Background: an optimization exercise with open tools, aiming at small area and a short achievable clock period. Do not read the settings as production practice. The RTL was checked by simulation tests, not by an equivalence proof against the original design. Power and IR drop assume default switching activity.

## ae3240_ic
module ae3240_ic (
    input  wire        clk,
    input  wire        rst,           
    input  wire [63:0] src_line,      
    input  wire        tick_us,       
    input  wire [4:0]  core_wfi,      
    input  wire [4:0]  core_entry,    
    input  wire        bus_en,
    input  wire        bus_we,
    input  wire [15:0] bus_addr,      
    input  wire [31:0] bus_wdata,
    output reg  [31:0] bus_rdata,
    output reg  [4:0]  irq,
    output reg  [4:0]  stk_fault
);
Settings: LEC_CHECK=0, CAP_MARGIN=35, CORE_MARGIN=2, CORE_UTILIZATION=40, CTS_BUF_LIST=sky130_fd_sc_hd__clkbuf_16, CTS_CLUSTER_DIAMETER=80, CTS_CLUSTER_SIZE=24, PLACE_DENSITY=0.6, SETUP_SLACK_MARGIN=5, SLEW_MARGIN=35, TNS_END_PERCENT=0; clock period 17.0 ns.
standard.sh (not shown) runs the stock make flow with config.mk's settings and CLKGATE_MAP_FILE= SYNTH_SCRIPT=/design/flow/synth_recipe.tcl, a recipe that flattens the netlist after the stock synthesis.
==> flow/flow/run.sh <==
#!/bin/bash
set -euo pipefail
MARGIN=10
R=orfs/results/${FLOW_PLATFORM:-sky130hd}/ae3240_ic/base
YOSYS=$(command -v yosys || echo "$FLOW_HOME/../tools/install/yosys/bin/yosys")

bash standard.sh synth > synth.log 2>&1
cp "$R/1_2_yosys.v" std_synth.v

regs() { grep -oE '^\s*sky130_fd_sc_hd__(s?e?df|dl)[a-z0-9_]* +\S+' "$1" | sed -E 's/_[0-9]+ +/ /; s/^\s*//' | sort; }
if REMAP_IN=std_synth.v REMAP_OUT=remap_synth.v \
   REMAP_LIB="$FLOW_HOME/platforms/sky130hd/lib/sky130_fd_sc_hd__tt_025C_1v80.lib" \
   "$YOSYS" -c flow/remap.tcl > remap.log 2>&1 \
   && [ -s remap_synth.v ] && cmp -s <(regs std_synth.v) <(regs remap_synth.v); then
  echo "remap: registers match, using the remapped netlist" >> remap.log
  cp remap_synth.v "$R/1_2_yosys.v"
  rm -f "$R/1_synth.odb" "$R/1_synth.sdc"
else
  echo "remap: not used" >> remap.log
fi

bash standard.sh SETUP_SLACK_MARGIN=$MARGIN finish > layout.log 2>&1
Other scripts of this flow, unchanged in this note and not shown: flow/flow/remap.tcl
Rerun with:
--- a/flow/design.v
+++ b/flow/design.v
@@ -38,41 +38,59 @@
     wire        o_stk1    = (widx == 10'h004);
     wire        o_cnt     = (widx == 10'h007);
     wire [31:0] wd = rst ? 32'd0 : bus_wdata;
     reg  [63:0] pend;
     reg  [63:0] en;
     reg  [63:0] line_q;
     wire [4*NSRC-1:0]  prio_v;
     wire [3*NSRC-1:0]  tgt_v;
     wire [8*NSRC-1:0]  mod_v;
     wire [63:1]        rdy;
     wire [63:1]        base = pend[63:1] & en[63:1];
+    wire [7:0]  sdec_lo, sdec_hi;
+    wire [63:0] sdec;
+    generate for (k = 0; k < 8; k = k + 1) begin : g_sdec
+        assign sdec_lo[k] = (src_idx[2:0] == k);
+        assign sdec_hi[k] = (src_idx[5:3] == k);
+    end endgenerate
+    generate for (s = 0; s < NSRC; s = s + 1) begin : g_sdec2
+        assign sdec[s] = sdec_hi[s >> 3] & sdec_lo[s & 7];
+    end endgenerate
+    wire [16*NSRC-1:0] cfg_v;
+    reg  [15:0] src_rd;
+    integer q;
+    always @* begin
+        src_rd = 16'd0;
+        for (q = 0; q < NSRC; q = q + 1)
+            src_rd = src_rd | ({16{sdec[q]}} & cfg_v[16*q +: 16]);
+    end
     generate for (s = 0; s < NSRC; s = s + 1) begin : g_src
         reg [3:0]  prio;
         reg [2:0]  target;
         reg [7:0]  nmod;                      
-        wire we = rst | (wr & sel_src & (src_idx == s));
+        wire we = rst | (wr & sel_src & sdec[s]);
         always @(posedge clk)
             if (we) begin
                 nmod   <= ~wd[15:8];
                 target <= wd[6:4];
             end
         if (s != 0) begin : g_p
             always @(posedge clk)
                 if (we) prio <= wd[3:0];
             assign prio_v[4*s +: 4] = prio;
         end else begin : g_p0
             assign prio_v[4*s +: 4] = 4'd0;     
         end
         assign tgt_v[3*s +: 3]  = target;
         assign mod_v[8*s +: 8]  = ~nmod;
+        assign cfg_v[16*s +: 16] = {mod_v[8*s +: 8], 1'b0, tgt_v[3*s +: 3], prio_v[4*s +: 4]};
         if (s != 0) begin : g_age
             reg  [10:0] age;
             wire [11:0] t;                        
             assign t[0] = tick_us & ~(&age);
             for (k = 0; k < 11; k = k + 1) begin : g_inc
                 assign t[k+1] = t[k] & age[k];
             end
             always @(posedge clk)
                 age <= {11{pend[s]}} & (age ^ t[10:0]);
             wire [8:0] cy;
             assign cy[0] = (|age[2:0]) | (&nmod);
@@ -268,23 +286,23 @@
         rstk0 = 32'd0;
         rstk1 = 32'd0;
         for (j = 1; j < 8; j = j + 1)
             if (rge[j+1]) rstk0[4*j +: 4] = pos[j];
         for (j = 0; j < 7; j = j + 1)
             if (rge[j+9]) rstk1[4*j +: 4] = pos[j+8];
     end
     reg  [31:0] rdata_next;
     always @* begin
         rdata_next = 32'd0;
         if (sel_src)
-            rdata_next = {16'd0, mod_v[8*src_idx +: 8], 1'b0, tgt_v[3*src_idx +: 3], prio_v[4*src_idx +: 4]};
+            rdata_next = {16'd0, src_rd};
         else if (sel_pend) rdata_next = hi_word ? pend[63:32] : pend[31:0];
         else if (sel_en)   rdata_next = hi_word ? en[63:32]   : en[31:0];
         else if (sel_line) rdata_next = hi_word ? src_line[63:32] : src_line[31:0];
         else if (sel_core) begin
             if (o_thresh)    rdata_next = {28'd0, rthr};
             else if (o_lvl)  rdata_next = {15'd0, rnull, rent, 3'd0, rwfi, rdepth, rcur};
             else if (o_stk0) rdata_next = rstk0;
             else if (o_stk1) rdata_next = rstk1;
             else if (o_cnt)  rdata_next = rcnt;
         end
     end
Effect: Critical path depth fell by 5; wire length grows by 26%; worst setup slack is worse by 0.15 ns; fmax went down by 2.0%; clock-buffer cell count drops by 9; synthesized cell count hardly moves; via count rises by 8.7%; power went up by 2.8%; final area climbs by 0.93%; area after synthesis came out lower by 0.53%; hold slack gets worse by 0.023 ns; sequential share of layout area falls by 0.33 points; register-to-register slack loses 0.30 ns.

==> afterwards: timing with drivers on the ports <==
The flow's constraints put no driver on any port. The routed layouts listed below were extracted and timed again, unchanged, in two steps.
Step 1: set_driving_cell puts a clkbuf_16 on clk and a buf_2 on each other input, an assumption about the parent block.
Step 2 times the ports against the registers' clock, not the clock port: input delays grow and output delays shrink by t, the midpoint of the rising clock arrivals with the driver on.
Three values: ideal, step 1, step 2; two values: the first two.
run	t, ns	slack for setup (ns)	clock arrival spread, ns	worst register clock-pin slew, ns
the first run	1.002	9.357 / 9.070 / 8.067	0.089 / 0.089	0.11 / 0.11
the second run	1.078	9.203 / 8.915 / 7.837	0.103 / 0.102	0.11 / 0.11
After both steps every run listed still meets setup and hold. The setup slack of the second run, which loses most, moves by -0.288 ns with the drivers and by -1.366 ns with both steps.
